This is an optimization exercise on Yosys and OpenROAD, whose aim is small area, not a production implementation. Function was checked by simulation only, so behaviour that the tests miss may differ from the original. Power and IR drop assume default switching activity.

$ cat design.v
module sinc4_chan #(
    parameter integer TAP = 0           
) (
    input  wire        clk,
    input  wire        bit_in,
    input  wire        cap_first,       
    input  wire        cap_pair,        
    input  wire        nofirst,         
    input  wire        clr,
    input  wire [17:0] ca,
    input  wire [17:0] cb,
    input  wire [18:0] cab,
    output wire [24:0] tap
);
    reg        f, a, b;
    reg [24:0] r0, r1, r2, r3;
    wire [18:0] addend = (a & b) ? cab :
                         a       ? {1'b0, ca} :
                         b       ? {1'b0, cb} : 19'd0;
    wire [24:0] base   = clr ? 25'd0 : r0;
    always @(posedge clk) begin
        if (cap_first)
            f <= bit_in;
        if (cap_pair) begin
            a <= f & ~nofirst;
            b <= bit_in;
        end
        r0 <= r1;
        r1 <= r2;
        r2 <= r3;
        r3 <= base + {6'd0, addend};
    end
    assign tap = (TAP == 0) ? r0 : (TAP == 1) ? r1 : (TAP == 2) ? r2 : r3;
endmodule
module sinc4_decim (
    input  wire         clk,
    input  wire         rst,
    input  wire   [1:0] osr_sel,
    input  wire   [7:0] inv,
    input  wire [255:0] offset,      
    input  wire  [30:0] ovr_lim,
    input  wire         bit_valid,
    input  wire   [7:0] bits,
    output reg          out_valid,
    output reg    [2:0] out_ch,
    output wire  [31:0] out_data,
    output wire         out_ovr
);
    wire r64 = (osr_sel == 2'd0) | (osr_sel == 2'd3);
    wire r32 = (osr_sel == 2'd1);
    wire r16 = (osr_sel == 2'd2);
    reg        phase;        
    reg        nofirst;      
    reg  [4:0] pc;           
    reg  [1:0] blk;          
    reg  [2:0] cnt;          
    reg        pr_dec;       
    reg        pr_shift;     
    reg        pr_hi;        
    reg  [1:0] pr_blk;       
    reg  [1:0] ph;           
    reg        init;         
    wire [4:0] pc_last = r64 ? 5'd31 : r32 ? 5'd15 : 5'd7;
    wire       take    = bit_valid & ~rst;
    wire       cap_first = take & ~phase;
    wire       cap_pair  = take & phase;
    wire       consume   = (cnt != 3'd0);
    always @(posedge clk) begin
        if (rst) begin
            phase   <= 1'b1;
            nofirst <= 1'b1;
            pc      <= pc_last - 5'd1;
            blk     <= 2'd0;
            cnt     <= 3'd0;
            ph      <= 2'd0;
            init    <= 1'b1;
            pr_dec  <= 1'b0;
            pr_shift <= 1'b0;
            pr_hi   <= 1'b0;
            pr_blk  <= 2'd0;
        end else begin
            ph <= ph + 2'd1;
            if (ph == 2'd3)
                init <= 1'b0;
            if (consume)
                cnt <= cnt - 3'd1;
            if (take)
                phase <= ~phase;
            if (cap_pair) begin
                nofirst  <= 1'b0;
                cnt      <= 3'd4;
                pr_dec   <= (pc == pc_last - 5'd2);
                pr_shift <= (pc == pc_last);
                pr_hi    <= (pc >= pc_last - 5'd1);
                pr_blk   <= blk;
                pc       <= (pc == pc_last) ? 5'd0 : pc + 5'd1;
                if (pc == pc_last)
                    blk <= blk + 2'd1;
            end
        end
    end
    wire [1:0] role = ph - pr_blk;
    wire [1:0] q    = 2'd3 - role;
    wire       clr  = init | (consume & pr_shift & (role == 2'd0));
    reg [38:0] g0, g1, g2, g3;      
    reg [38:0] g_init;
    always @(*) begin
        case (ph)
            2'd0: g_init = {8'sd0, 13'sd0, 18'd0};
            2'd1: g_init = r64 ? {8'sd64,   -13'sd2080, 18'd45760} :
                           r32 ? {8'sd32,   -13'sd528,  18'd5984}  :
                                 {8'sd16,   -13'sd136,  18'd816};
            2'd2: g_init = r64 ? {-8'sd128, 13'sd64,    18'd174720} :
                           r32 ? {-8'sd64,  13'sd32,    18'd21824}  :
                                 {-8'sd32,  13'sd16,    18'd2720};
            default: g_init = r64 ? {8'sd64, 13'sd2016, 18'd41664} :
                              r32 ? {8'sd32, 13'sd496,  18'd4960}  :
                                    {8'sd16, 13'sd120,  18'd560};
        endcase
    end
    wire [38:0] g_cur = init ? g_init : g0;
    wire [17:0] gc    = g_cur[17:0];
    wire [12:0] gd1   = g_cur[30:18];
    wire  [7:0] gd2   = g_cur[38:31];
    wire [1:0] piece = q + {1'b0, pr_hi};
    wire [3:0] d3 = (piece == 2'd0) ? 4'sd1 : (piece == 2'd1) ? -4'sd3 :
                    (piece == 2'd2) ? 4'sd3 : -4'sd1;
    wire [17:0] nc  = gc + {{4{gd1[12]}}, gd1, 1'b0} + {{10{gd2[7]}}, gd2};
    wire [12:0] nd1 = gd1 + {{4{gd2[7]}}, gd2, 1'b0} + {{9{d3[3]}}, d3};
    wire  [7:0] nd2 = gd2 + {{3{d3[3]}}, d3, 1'b0};
    always @(posedge clk) begin
        g0 <= g1;
        g1 <= g2;
        g2 <= g3;
        g3 <= consume ? {nd2, nd1, nc} : g_cur;
    end
    wire [17:0] cb1 = gc + {{5{gd1[12]}}, gd1};
    wire [17:0] ca  = consume ? gc  : 18'd0;
    wire [17:0] cb  = consume ? cb1 : 18'd0;
    wire [18:0] cab = consume ? ({1'b0, gc} + {1'b0, cb1}) : 19'd0;
    wire [24:0] tap [0:7];
    genvar g;
    generate
        for (g = 0; g < 8; g = g + 1) begin : g_ch
            sinc4_chan #(.TAP(3 - (g % 4))) u_ch (
                .clk(clk), .bit_in(bits[g]), .cap_first(cap_first),
                .cap_pair(cap_pair), .nofirst(nofirst), .clr(clr),
                .ca(ca), .cb(cb), .cab(cab), .tap(tap[g]));
        end
    endgenerate
    reg [1:0] m;      
    always @(posedge clk) begin
        if (rst) begin
            out_valid <= 1'b0;
            out_ch    <= 3'd0;
            m         <= 2'd0;
        end else if (consume & pr_dec & (role == 2'd0)) begin
            out_valid <= 1'b1;
            out_ch    <= 3'd0;
        end else if (out_valid) begin
            out_ch <= out_ch + 3'd1;
            if (out_ch == 3'd7) begin
                out_valid <= 1'b0;
                if (m != 2'd3)
                    m <= m + 2'd1;
            end
        end
    end
    wire [24:0] v = tap[out_ch];
    reg [24:0] csum;
    always @(*) begin
        case (m)
            2'd0:    csum = r64 ? 25'd720720   : r32 ? 25'd46376   : 25'd3060;
            2'd1:    csum = r64 ? 25'd8476000  : r32 ? 25'd535216  : 25'd34136;
            2'd2:    csum = r64 ? 25'd16100176 : r32 ? 25'd1007656 : 25'd63156;
            default: csum = r64 ? 25'd16777216 : r32 ? 25'd1048576 : 25'd65536;
        endcase
    end
    wire signed [25:0] s = {v, 1'b0} - {1'b0, csum};
    reg  signed [32:0]  scaled;
    always @(*) begin
        case (osr_sel)
            2'd1:    scaled = {{7{s[25]}}, s} <<< 11;
            2'd2:    scaled = {{7{s[25]}}, s} <<< 15;
            default: scaled = {{7{s[25]}}, s} <<< 7;
        endcase
    end
    wire signed [32:0] x0 = (scaled > 33'sd2147483647) ? 33'sd2147483647 : scaled;
    wire               inv_k = inv[out_ch];
    wire        [31:0] off_k = offset[32*out_ch +: 32];
    wire signed [32:0] neg = -x0;
    wire signed [32:0] x1  = !inv_k ? x0 :
                             (neg > 33'sd2147483647) ? 33'sd2147483647 : neg;
    wire signed [33:0] diff = {x1[32], x1} - {{2{off_k[31]}}, off_k};
    assign out_data = (diff > 34'sd2147483647)  ? 32'h7FFF_FFFF :
                      (diff < -34'sd2147483648) ? 32'h8000_0000 :
                      diff[31:0];
    wire        [32:0] mag   = x0[32] ? -x0 : x0;
    wire               above = (mag >= {2'b00, ovr_lim});
    reg [2:0] os [0:7];             
    wire      ovr     = os[0][0];
    wire [1:0] ovr_cnt = os[0][2:1];
    reg       ovr_next;
    reg [1:0] cnt_next;
    always @(*) begin
        ovr_next = ovr;
        cnt_next = 2'd0;
        if (above != ovr) begin
            if (ovr_cnt == 2'd3)
                ovr_next = ~ovr;
            else
                cnt_next = ovr_cnt + 2'd1;
        end
    end
    assign out_ovr = ovr_next;
    integer i;
    always @(posedge clk) begin
        if (rst) begin
            for (i = 0; i < 8; i = i + 1)
                os[i] <= 3'd0;
        end else if (out_valid) begin
            for (i = 0; i < 7; i = i + 1)
                os[i] <= os[i + 1];
            os[7] <= {cnt_next, ovr_next};
        end
    end
endmodule
$ cat run.sh
#!/bin/bash
# synth_recipe.tcl (not shown) runs the flow's synth.tcl, then flattens the netlist and writes it again
# the make line also repeats each setting of config.mk as NAME=value (left out here)
make -C /OpenROAD-flow-scripts/flow DESIGN_CONFIG=/design/flow/config.mk WORK_HOME=/design/flow/orfs CLKGATE_MAP_FILE= SYNTH_SCRIPT=/design/flow/synth_recipe.tcl finish
$ cat config.mk
export PLATFORM = sky130hd
export DESIGN_NAME = sinc4_decim
export DESIGN_NICKNAME = sinc4_decim
export VERILOG_FILES = /design/flow/design.v
export SDC_FILE = /design/flow/constraint.sdc
export NUM_CORES = 4
export LEC_CHECK = 0
export CAP_MARGIN = 20
export CORE_MARGIN = 2
export CORE_UTILIZATION = 40
export PLACE_DENSITY = 0.6
export SLEW_MARGIN = 20
$ cat constraint.sdc
create_clock -name core_clock -period 20.0 [get_ports {clk}]
set_input_delay 4.0000 -clock core_clock [delete_from_list [all_inputs] [get_ports {clk}]]
set_output_delay 4.0000 -clock core_clock [all_outputs]
set_load 0.01 [all_outputs]
==> results.txt <==
cells by family (layout without fill, tap and decap cells):
logic type | after synthesis | in the layout
simple gates | 1271 | 1271
compound gates | 1264 | 1264
flops | 1030 | 1030
buf+inv | 512 | 897
fa+ha+maj | 372 | 372
xor+xnor | 226 | 226
mux | 209 | 209
worst max path at each step:
stage                           from      endpoint  slack, ns  cells after the start
final                     osr_sel[0]  out_data[21]       0.99                     39
after detailed placement  osr_sel[0]  out_data[21]       1.10                     39
after floorplan           osr_sel[0]  out_data[10]       2.92                     46
after CTS                 osr_sel[0]  out_data[21]       1.07                     39
after global routing      osr_sel[0]  out_data[27]       0.14                     39
after global placement    osr_sel[1]  out_data[18]       1.33                     37
cells in the final DEF (no fill, tap or decap), types with 37 or more instances in the layout:
cell,netlist,routed
mux2_2,40,40
xnor2_1,179,179
clkbuf_16,0,103
nand2b_1,55,53
buf_4,4,60
ha_1,331,329
nor2_1,436,436
and2_1,170,170
o21ai_0,262,262
nor3_1,53,46
dfxtp_1,1001,997
mux4_2,66,66
inv_1,292,292
mux2i_1,99,99
nor2b_1,50,49
nand2_1,349,349
o21a_1,37,37
a21oi_1,403,402
o22ai_1,125,125
fa_1,41,41
clkdlybuf4s50_1,0,344
a21boi_0,51,51
xor2_1,47,47
a21o_1,71,71
cell type report:
class / count / area, um2 / area share
clock buffers: 139 / 2890 / 0.0522
clock inverters: 49 / 619 / 0.0112
inverters: 304 / 1140 / 0.0206
multi-input cells: 3342 / 24000 / 0.433
flip-flops and latches: 1030 / 20900 / 0.378
well taps: 1524 / 1910 / 0.0344
repair buffers: 405 / 3910 / 0.0706
worst max-delay path: cells and delay by family:
family	cells	cell delay, ns
buffers and inverters	7	2.15
muxes	3	1.01
AOI/OAI and AO/OA	14	3.70
xor gates and xnor gates	1	0.23
adders and majority gates	4	1.45
and+or+nand+nor	10	2.44
through the flow:
stage / utilization / setup slack, ns / instances / instance area (um2)
2_1_floorplan: - / 2.92 / 4884 / 46800
3_3_place_gp: 0.446 / 1.33 / 6605 / 51900
3_5_place_dp: 0.446 / 1.10 / 6605 / 51900
4_1_cts: 0.477 / 1.07 / 6793 / 55400
5_1_grt: 0.477 / 0.143 / 6793 / 55400
6_report: 0.477 / 0.992 / 6793 / 55400
Yosys cell counts (50+ instances only):
cell type | count | area (um2)
nor3_1 | 53 | 265
clkbuf_1 | 159 | 597
nand2b_1 | 55 | 344
inv_1 | 292 | 1100
o21ai_0 | 262 | 1310
dfxtp_1 | 1001 | 20000
nand2_1 | 349 | 1310
a21oi_1 | 403 | 2020
and2_1 | 170 | 1060
mux2i_1 | 99 | 991
a21o_1 | 71 | 533
xnor2_1 | 179 | 1570
nor2_1 | 436 | 1640
mux4_2 | 66 | 1490
ha_1 | 331 | 4140
a21boi_0 | 51 | 383
nor2b_1 | 50 | 313
o22ai_1 | 125 | 782
layer usage:
metal  GRT usage  vias up
met5           0        -
met4      0.0553        6
met3      0.0418      181
met2       0.352     1065
met1       0.316    17335
li1            -    17735
where the power goes:
part / internal [W] / switching [W] / total (W)
clock network: 0.00115 / 0.000825 / 0.00198
logic: 0.00102 / 0.00156 / 0.00258
registers: 0.00260 / 0.000151 / 0.00275
total: 0.00478 / 0.00254 / 0.00731
sequential cells by signal, indices dropped and copies added (netlist names), 2 cells and up:
| signal | count |
|---|---|
| blk | 2 |
| pr_blk | 2 |
| ph | 2 |
| g_ch.u_ch.a | 8 |
| g_ch.u_ch.r3 | 200 |
| cnt | 3 |
| g2 | 39 |
| g1 | 39 |
| g_ch.u_ch.r2 | 200 |
| out_ch | 3 |
| g3 | 39 |
| os | 24 |
| g_ch.u_ch.r1 | 200 |
| g_ch.u_ch.b | 8 |
| g_ch.u_ch.r0 | 200 |
| pc | 5 |
| m | 2 |
| g0 | 39 |
| g_ch.u_ch.f | 8 |
==> reports/qor.txt <==
slowest stage delay, CP - 0.52 ns
critical path arrival - 15.01 ns
core area - 116000 um2
Bufs on Longest Clock Path - 3
Initial Util - 0.403
number of global-route vias before repair - 35218
Total GRT Usage - 0.224
met2 WL - 60700 um
RR Endpoint - os[7][1]$_SDFFE_PP0P_
hold_buf cts - 0
diode count - 0
main combinational cell family by area after synthesis - compound AO/OA/AOI/OAI gates
fraction of registers with async set/reset - 0
RSZ-0062 raised after global routing - no
period utilisation layout - 0.950
Root Driver - clkbuf_16
clk sinks - 1030
PwrDens - 132 nW/um2
xor/xnor cell area share of the yosys netlist - 0.0423
Pre-Repair DR Iteration Count - 7
Worst-Skew Late Latency - 0.69 ns
# DRC - 0
M1 WL - 64800 um
Reg clk slew, reported paths - 0.06 ns
Final Slew Violations - 0
relative slew slack - 0.185
Final Hold Fails - 0
postcts setup bufs - 0
total grt overflow - 0
CP max FO - 21
met3 wire len - 8800 um
register area share after synthesis - 0.447
Reg2Reg Depth - 38
CTS tree - yes
Top Metal Used - met5
H-tree depth - 3
EDFF count, synth - 29
syn avg cell area - 9.59 um2
final wirelength - 137000 um
final net count - 5864
initial antenna violation count - 4
Critical Path End Type - output port
critical path class - in -> out
Post-DP HPWL - 104000 um
share of layout cells above drive strength 1 - 0.0810
min Tclk post-route - 19.01 ns
drt via density - 5.35
TNS Setup - 0 ns
CTS-repair resized insts - 0
post-synthesis mux area share - 0.0637
Hold Slack - 0.297 ns
Compound-Gate Fraction of Synth Area - 0.172
antenna viol nets, final - 0
setup violators final - 0
PnR Total Power - 0.00731 W
CP max stage cell - clkdlybuf4s50_1
TritonCTS Buffers - 101
adder-cell area share of the yosys netlist - 0.106
Worst Max-Slew Pin Slew - 1.22 ns
Primary FF master, synth - dfxtp_1
I/O pin total - 345
Die ar. - 120000 um2
DRT iter0 DRCs - 2981
Peak supply drop - 0.0722 mV
RePlAce Congestion - 0.902
hold depth - 0
max-cap violation count - 0
Layout area overhead - 18.3%
cell count after synthesis - 4884
Die Span Y - 346 um
FF-to-FF setup slack - 9.63 ns
R2R Path Start - out_ch[0]$_SDFFE_PP0P_
die width - 346 um
post-synthesis simple-gate area fraction - 0.127
Hold Crit Class - reg -> reg
status - timing/DRC/antenna clean
startpoint types - input port
Routed WL per cell - 20.2 um
Synth Register Bits - 1030
row count - 125
fmax - 0.0526 GHz
Leak - 23.5 nW
YS warnings - 7
HP Start - g_ch[1].u_ch.r3[16]$_DFF_P_
DR vias - 36322
Filler Cells Inserted - 10832
count of buffers from port buffering - 344
first-pass GRT wire length - 209000 um
Worst Skew - 0.0455 ns
CP required - 16.00 ns
unique cell type count in the Yosys netlist - 101
largest net degree at the start of global routing - 174
net count after synthesis - 5564
WHS Endpoint - g_ch[1].u_ch.r2[16]$_DFF_P_
Mapped Area - 46800 um2

-- separate check: timing with driven ports --
No port has a modelled driver above. Below, the same layout with a new extraction and two added sets of constraints. Step 1: set_driving_cell puts a clkbuf_16 on clk and a buf_2 on each other input, an assumption about the parent block. Step 2 times the ports against the registers' clock, not the clock port: input delays grow and output delays shrink by t, the midpoint of the rising clock arrivals with the driver on. Three values: ideal ports, drivers, drivers and shift; two values: the first two.
shift t [ns]: 0.734
slack for setup (ns): 0.992 / 0.937 / 0.937
hold WS [ns]: 0.297 / 0.297 / 0.297
After both steps this run still meets setup and hold. For this run, drivers alone change the setup slack by -0.055 ns; drivers and shift together by -0.055 ns.
